Context: an optimization exercise on an open-source flow, tuned for small area and a short achievable clock period. The choices shown serve that exercise and are no tape-out recipe. Only simulation tests tie the RTL to the original design; equivalence was not proved.

==> quartz <==
// filter_chain
module filter_chain (
    input  wire        clk,
    input  wire        rst,
    input  wire        cfg_lane,         
    input  wire [2:0]  cfg_cic_order,    
    input  wire [12:0] cfg_cic_decim,    
    input  wire [5:0]  cfg_cic_shift,    
    input  wire [4:0]  cfg_fir_decim,    
    input  wire [5:0]  cfg_fir_taps,     
    input  wire [5:0]  cfg_fir_shift,    
    input  wire        cfg_dcb_en,
    input  wire [4:0]  cfg_dcb_k,        
    input  wire        coef_we,
    input  wire [4:0]  coef_addr,
    input  wire [23:0] coef_data,
    input  wire        start,
    output reg         running,
    input  wire        in_valid,
    input  wire        in_bit,
    input  wire [13:0] in_sample,
    output reg         out_valid,
    output reg  [23:0] out_data,
    output reg         out_ovf,
    output reg         out_settle,
    output reg         out_frozen
);
    localparam W = 62;    
    function [2*W-1:0] csa62;
        input [W-1:0] a, b, c;
        csa62 = {((a & b) | (a & c) | (b & c)) << 1, a ^ b ^ c};
    endfunction
    function [97:0] csa49;
        input [48:0] a, b, c;
        csa49 = {((a & b) | (a & c) | (b & c)) << 1, a ^ b ^ c};
    endfunction
    reg  [2:0]  r_order;
    reg  [12:0] r_decim;
  ...
export LEC_CHECK = 0
export CAP_MARGIN = 40
export CORE_MARGIN = 2
export CORE_UTILIZATION = 55
export SLEW_MARGIN = 50
create_clock -name core_clock -period 20.0 [get_ports {clk}]
run.sh (not shown) runs the stock make flow with config.mk's settings and CLKGATE_MAP_FILE= SYNTH_SCRIPT=/design/flow/synth_recipe.tcl, a recipe that flattens the netlist after the stock synthesis.
==> inputs of yarrow, as changes to quartz <==
--- a/flow/design.v
+++ b/flow/design.v
@@ -47,59 +47,72 @@
         r_cshift <= cfg_cic_shift;
         r_fdecim <= cfg_fir_decim;
         r_taps   <= cfg_fir_taps;
         r_fshift <= cfg_fir_shift;
         r_dcb_en <= cfg_dcb_en;
         r_dcb_k  <= cfg_dcb_k;
     end
+    wire [4:0]  r_dcb_k_m4 = r_dcb_k - 5'd4;
+    wire [4:0]  r_dcb_x    = 5'd20 - r_dcb_k;
     reg  [12:0] d_decim_m1;     
     reg  [3:0]  d_fdecim_m1;    
     reg  [5:0]  d_taps_m1;      
     reg  [5:0]  d_taps;         
-    reg  [2:0]  d_ipass;        
+    reg  [3:0]  d_ipass;        
+    reg         d_d1;           
     reg  [4:1]  d_n;            
     reg  [6:0]  d_span;         
-    reg  [4:0]  d_mk;           
-    reg  [4:0]  d_mkn;          
-    reg  [4:0]  d_xk;           
+    reg  [4:0]  d_ka0, d_ka1n;  
+    reg  [3:0]  d_kb0, d_kb1n;  
+    reg  [4:0]  d_xa;           
+    reg  [3:0]  d_xb;           
     always @(posedge clk) begin
         d_decim_m1  <= r_decim - 13'd1;
         d_fdecim_m1 <= r_fdecim[3:0] - 4'd1;
         d_taps_m1   <= r_taps - 6'd1;
         d_taps      <= r_taps;
-        d_ipass[0]  <= r_order < 3'd4;
-        d_ipass[1]  <= r_order < 3'd3;
-        d_ipass[2]  <= r_order < 3'd2;
+        d_ipass[0]  <= r_order < 3'd4 || r_decim == 13'd1;
+        d_ipass[1]  <= r_order < 3'd3 || r_decim == 13'd1;
+        d_ipass[2]  <= r_order < 3'd2 || r_decim == 13'd1;
+        d_ipass[3]  <= r_decim == 13'd1;
+        d_d1        <= r_decim == 13'd1;
         d_n[1]      <= r_order == 3'd1;
         d_n[2]      <= r_order == 3'd2;
         d_n[3]      <= r_order == 3'd3;
         d_n[4]      <= r_order == 3'd4;
         d_span      <= {4'd0, r_order} + {1'b0, r_taps} + (r_dcb_en ? {2'd0, r_fdecim} : 7'd0);
-        d_mk        <= r_dcb_k - 5'd4;
-        d_mkn       <= ~(cfg_dcb_k - 5'd4);
-        d_xk        <= 5'd24 - r_dcb_k;
+        d_ka0       <= 5'd1 << r_dcb_k_m4[4:2];
+        d_ka1n      <= ~(5'd1 << r_dcb_k_m4[4:2]);
+        d_kb0       <= 4'd1 << r_dcb_k_m4[1:0];
+        d_kb1n      <= ~(4'd1 << r_dcb_k_m4[1:0]);
+        d_xa        <= 5'd1 << r_dcb_x[4:2];
+        d_xb        <= 4'd1 << r_dcb_x[1:0];
     end
     reg clr;    
+    reg idle;   
     always @(posedge clk) begin
         if (rst) begin
             running <= 1'b0;
+            idle    <= 1'b1;
             clr     <= 1'b0;
         end else begin
-            clr <= start && !running;
-            if (start && !running)
+            clr <= start && idle;
+            if (start && idle) begin
                 running <= 1'b1;
+                idle    <= 1'b0;
+            end
         end
     end
     reg        v0;
     reg [13:0] x0;
     always @(posedge clk) begin
         if (rst)
             v0 <= 1'b0;
         else
-            v0 <= running && in_valid;
+            v0 <= !idle && in_valid;
         x0 <= cfg_lane ? in_sample : (in_bit ? 14'd1 : 14'h3fff);
     end
     reg  [W-1:0] i0, i1, i2, i3;
     reg          v1, v2, v3;
     reg  [12:0]  dcnt;
     reg          f1, f2, f3, f4, f5, f6, f7, f8;
     wire         f0 = v0 && (dcnt == d_decim_m1);
@@ -136,66 +149,71 @@
                 i1 <= i0;
             else if (v1)
                 i1 <= i1_s;
             if (d_ipass[2])
                 i2 <= i1;
             else if (v2)
                 i2 <= i2_s;
-            if (v3)
+            if (d_ipass[3])
+                i3 <= i2;
+            else if (v3)
                 i3 <= i3_s;
             if (v0)
                 dcnt <= f0 ? 13'd0 : dcnt + 13'd1;
         end
     end
     reg  [W-1:0] cd0, cd1, cd2, cd3;
-    reg  [W-1:0] q0, q1, q2, q3;
-    wire [W-1:0] q0_s, q1_s, q2_s, q3_s;
-    fc_add #(.W(W)) u_q0 (.a(i3), .b(~cd0), .ci(1'b1), .s(q0_s));
-    fc_add #(.W(W)) u_q1 (.a(q0), .b(~cd1), .ci(1'b1), .s(q1_s));
-    fc_add #(.W(W)) u_q2 (.a(q1), .b(~cd2), .ci(1'b1), .s(q2_s));
-    fc_add #(.W(W)) u_q3 (.a(q2), .b(~cd3), .ci(1'b1), .s(q3_s));
-    always @(posedge clk) begin
-        q0 <= q0_s;
-        q1 <= q1_s;
-        q2 <= q2_s;
-        q3 <= q3_s;
+    reg  [W-1:0] qa, qb;
+    reg          sa_a, sa_bn, sb_a, sb_bn;    
+    wire [W-1:0] ua_a = sa_a  ? qa  : i3;
+    wire [W-1:0] ua_b = sa_bn ? cd0 : cd1;
+    wire [W-1:0] ub_a = sb_a  ? qb  : qa;
+    wire [W-1:0] ub_b = sb_bn ? cd2 : cd3;
+    always @(posedge clk) begin
+        sa_a  <= f4 && !d_d1;
+        sa_bn <= !(f4 && !d_d1);
+        sb_a  <= f6 && !d_d1;
+        sb_bn <= !(f6 && !d_d1);
+        qa <= ua_a - ua_b;
+        qb <= ub_a - ub_b;
         if (clr) begin
             cd0 <= {W{1'b0}};
             cd1 <= {W{1'b0}};
             cd2 <= {W{1'b0}};
             cd3 <= {W{1'b0}};
-        end else begin
+        end else if (!d_d1) begin
             if (f4)
                 cd0 <= i3;
             if (f5 && d_n[4:2] != 3'b000)
-                cd1 <= q0;
+                cd1 <= qa;
             if (f6 && d_n[4:3] != 2'b00)
-                cd2 <= q1;
+                cd2 <= qa;
             if (f7 && d_n[4])
-                cd3 <= q2;
+                cd3 <= qb;
         end
     end
-    wire [W:0] cv2 = {q3, 1'b0};
+    wire         cf = d_d1 ? f6 : f8;
+    wire [W:0] cv2 = {qb, 1'b0};
     wire [W:0] ceq = ~(cv2 ^ {(W+1){cv2[W]}});
     reg  [W+1:0] csuf;    
     integer cs_i;
     always @(*) begin
         csuf[W+1] = 1'b1;
         for (cs_i = W; cs_i >= 0; cs_i = cs_i - 1)
             csuf[cs_i] = csuf[cs_i + 1] & ceq[cs_i];
     end
     wire [6:0] cfit_at = 7'd25 + {1'b0, r_cshift};
     wire       cfit = (cfit_at > W) ? 1'b1 : csuf[cfit_at];
     wire [W:0] cw = $signed(cv2) >>> r_cshift;
     reg        cr_fit, cr_sgn;
     reg [25:0] cr_w;
     always @(posedge clk) begin
-        if (f8) begin
+        if (cf) begin
             cr_fit <= cfit;
-            cr_sgn <= q3[W-1];
+            cr_sgn <= qb[W-1];
             cr_w   <= cw[25:0];
         end
     end
     wire [26:0] cr_sum = {cr_w[25], cr_w} + 27'd1;
     wire [25:0] cr_r   = cr_sum[26:1];
     wire        cr_hi  = cr_fit ? (!cr_r[25] && cr_r[24:23] != 2'b00) : !cr_sgn;
     wire        cr_lo  = cr_fit ? ( cr_r[25] && cr_r[24:23] != 2'b11) :  cr_sgn;
@@ -210,15 +228,15 @@
     reg  [3:0]  fcnt;
     wire        opp   = (hd == d_taps_m1);    
     wire        ins   = (pb_v || cw_v) && opp;
     wire [24:0] isrc  = pb_v ? pb : cic_x;
     wire        mfire = ins && (fcnt == d_fdecim_m1);
     wire        hd_z  = ins || clr || (hd >= d_taps);
     wire [6:0]  seen_n = (ins && seen != 7'd127) ? seen + 7'd1 : seen;
-    wire        pb_ld = f8 && cw_v && !(ins && !pb_v);
+    wire        pb_ld = cf && cw_v && !(ins && !pb_v);
     integer ri;
     always @(posedge clk) begin
         ring[0] <= ins ? isrc : ring[d_taps];
         for (ri = 1; ri < 33; ri = ri + 1)
             ring[ri] <= ring[ri-1];
         hd  <= hd_z ? 6'd0 : hdp;
         hdp <= hd_z ? 6'd1 : hdp + 6'd1;
@@ -230,15 +248,15 @@
             cw_v <= 1'b0;
             pb_v <= 1'b0;
         end else begin
             if (pb_ld)
                 pb_v <= 1'b1;
             else if (ins && pb_v)
                 pb_v <= 1'b0;
-            if (f8)
+            if (cf)
                 cw_v <= 1'b1;
             else if (ins && !pb_v)
                 cw_v <= 1'b0;
         end
     end
     always @(posedge clk) begin
         if (clr) begin
@@ -251,15 +269,15 @@
         end
     end
     reg [23:0] coef [0:31];
     reg        cb_we;
     reg [4:0]  cb_a;
     reg [23:0] cb_d;
     always @(posedge clk) begin
-        cb_we <= coef_we && !running;
+        cb_we <= coef_we && idle;
         cb_a  <= coef_addr;
         cb_d  <= coef_data;
         if (cb_we)
             coef[cb_a] <= cb_d;
     end
     reg  [11:0] cq_n, cq_1, cq_2;    
     reg         cqv;           
@@ -387,43 +405,64 @@
     end
     wire [26:0] fr_sum = {fr_w[25], fr_w} + 27'd1;
     wire [25:0] fr_r   = fr_sum[26:1];
     wire        fr_hi  = fr_fit ? (!fr_r[25] && fr_r[24:23] != 2'b00) : !fr_sgn;
     wire        fr_lo  = fr_fit ? ( fr_r[25] && fr_r[24:23] != 2'b11) :  fr_sgn;
     reg         fv;
     reg  [23:0] fy;
-    reg  [47:0] fyx;           
     wire [23:0] fy_n = fr_hi ? 24'h7fffff : fr_lo ? 24'h800000 : fr_r[23:0];
     reg         fy_ovf, fy_settle;
     always @(posedge clk) begin
         if (rst)
             fv <= 1'b0;
         else
             fv <= fr_v;
         if (fr_v) begin
             fy        <= fy_n;
-            fyx       <= {{24{fy_n[23]}}, fy_n} << d_xk;
             fy_ovf    <= fr_ovf | fr_hi | fr_lo;
             fy_settle <= fr_settle;
         end
     end
     reg  [47:0] dm;
     wire [25:0] dd = {{2{fy[23]}}, fy} + {{2{~dm[47]}}, ~dm[47:24]} + {25'd0, ~dm[23]};
     wire        dd_hi = !dd[25] && dd[24:23] != 2'b00;
     wire        dd_lo =  dd[25] && dd[24:23] != 2'b11;
-    reg  [47:0] dm_sh;
-    integer dsj, dsi;
+    reg  [47:0] dm_t, dm_sh;
+    reg  [4:0]  dsa;
+    reg  [3:0]  dsb;
+    integer dsi, dsj;
+    always @(*) begin
+        for (dsi = 0; dsi < 48; dsi = dsi + 1) begin
+            dsa = (dsi < 24) ? d_ka0 : ~d_ka1n;
+            dm_t[dsi] = 1'b0;
+            for (dsj = 0; dsj < 5; dsj = dsj + 1)
+                dm_t[dsi] = dm_t[dsi] | (dsa[dsj] & ((dsi + 4 + 4*dsj < 48) ? dm[dsi + 4 + 4*dsj] : dm[47]));
+        end
+        for (dsi = 0; dsi < 48; dsi = dsi + 1) begin
+            dsb = (dsi < 24) ? d_kb0 : ~d_kb1n;
+            dm_sh[dsi] = 1'b0;
+            for (dsj = 0; dsj < 4; dsj = dsj + 1)
+                dm_sh[dsi] = dm_sh[dsi] | (dsb[dsj] & ((dsi + dsj < 48) ? dm_t[dsi + dsj] : dm[47]));
+        end
+    end
+    wire [47:0] dx_e = {{24{fy[23]}}, fy};
+    reg  [47:0] dx_t, dx_sh;
+    integer dxi, dxj;
     always @(*) begin
-        dm_sh = {{4{dm[47]}}, dm[47:4]};
-        for (dsj = 0; dsj < 5; dsj = dsj + 1)
-            for (dsi = 0; dsi < 48; dsi = dsi + 1)
-                if (dsi < 24 ? d_mk[dsj] : !d_mkn[dsj])
-                    dm_sh[dsi] = (dsi + (1 << dsj) < 48) ? dm_sh[dsi + (1 << dsj)] : dm[47];
+        for (dxi = 0; dxi < 48; dxi = dxi + 1) begin
+            dx_t[dxi] = 1'b0;
+            for (dxj = 0; dxj < 5; dxj = dxj + 1)
+                dx_t[dxi] = dx_t[dxi] | (d_xa[dxj] & ((dxi - 4 - 4*dxj >= 0) ? dx_e[dxi - 4 - 4*dxj] : 1'b0));
+        end
+        for (dxi = 0; dxi < 48; dxi = dxi + 1) begin
+            dx_sh[dxi] = 1'b0;
+            for (dxj = 0; dxj < 4; dxj = dxj + 1)
+                dx_sh[dxi] = dx_sh[dxi] | (d_xb[dxj] & ((dxi - dxj >= 0) ? dx_t[dxi - dxj] : 1'b0));
+        end
     end
-    wire [47:0] dx_sh = fyx;
     reg  [20:0] dlow;    
     integer dl_i;
     always @(*) begin
         dlow[0] = 1'b1;
         for (dl_i = 1; dl_i < 21; dl_i = dl_i + 1)
             dlow[dl_i] = dlow[dl_i - 1] & !dm[dl_i - 1];
     end
==> flow/flow/run.sh (new file) <==
#!/bin/bash
# Layout: the standard flow (standard.sh) with two changes to how the
# layout is made; the clock, its period and the constraints are the design's.
# - timing repair aims at a setup slack margin larger than the clock period
#   leaves, so the repair sizes up and buffers the longest paths;
# - the port buffers are buf_4 cells.
# Each tool's output goes to a log file in this folder.
set -euo pipefail
export SETUP_SLACK_MARGIN=14.9
export BUFFER_PORTS_ARGS="-buffer_cell sky130_fd_sc_hd__buf_4"
bash standard.sh > standard.log 2>&1
==> flow/standard.sh (new file) <==
#!/bin/bash
# synth_recipe.tcl (not shown) runs the flow's synth.tcl, then flattens the netlist and writes it again
# the make line also repeats each setting of config.mk as NAME=value (left out here)
make -C /OpenROAD-flow-scripts/flow DESIGN_CONFIG=/design/flow/config.mk WORK_HOME=/design/flow/orfs CLKGATE_MAP_FILE= SYNTH_SCRIPT=/design/flow/synth_recipe.tcl "${@:-finish}"
==> flow/config.mk (replaced) <==
export PLATFORM = sky130hd
export DESIGN_NAME = filter_chain
export DESIGN_NICKNAME = filter_chain
export VERILOG_FILES = /design/flow/design.v
export SDC_FILE = /design/flow/constraint.sdc
export NUM_CORES = 4
export LEC_CHECK = 0
export CAP_MARGIN = 20
export CORE_MARGIN = 2
export CORE_UTILIZATION = 55
export SLEW_MARGIN = 20
removed: flow/run.sh
==> results.ini <==
[status]
outcome = finished clean

[critical_path]
rrSetupSlack_ns = 13.07
slowest_delay_ns = 0.69

[yosys]
muxShareOfSynthArea_pct = 7.65
ys_seq_area_share_pct = 46.5

[route]
wl_met3_um = 23400

[layout]
fillers = 22300
multiInputGateArea_mm2 = 0.0740

[timing]
period_needed_ns = 6.93

[global_route]
grt_pass1_wl_um = 633000

-- figures above: quartz

==> results.ini <==
[status]
outcome = finished clean

[critical_path]
slowest_delay_ns = 0.41
path_cells = buf_6
rrSetupSlack_ns = 14.88

[layout]
fillers = 21600

[floorplan]
die_x_um = 517

[placed_design]
placed_cells = 16600

[yosys]
muxShareOfSynthArea_pct = 8.65
ys_seq_area_share_pct = 46.2
synthTopCellsByArea = dfxtp_1 (26%), edfxtp_1 (20%), fa_1 (5.9%)

[timing]
period_needed_ns = 5.45

[route]
met2WireLength_um = 182000
wl_met3_um = 26100

[global_route]
grt_pass1_wl_um = 609000

-- figures above: yarrow

==> re-timing with driven ports <==
How much do the figures lean on ideal ports? The routed layouts below were timed once more, with nothing changed but the port constraints.
Step 1, drivers: a clkbuf_16 drives clk and a buf_2 each remaining input, both assumed.
Step 2 times the ports against the registers' clock, not the clock port: input delays grow and output delays shrink by t, the midpoint of the rising clock arrivals with the driver on.
a / b / c = no drivers / after step 1 / after step 2; a / b = the first two.
| run | shift t [ns] | setup WS [ns] | worst setup path after step 2 | pins driven straight from the clock port |
|---|---|---|---|---|
| quartz | 1.006 | 13.069 / 13.069 / 13.069 | register to register | 1 |
| yarrow | 0.983 | 14.548 / 14.457 / 14.875 | register to register | 1 |
After both steps every run listed still meets setup and hold.
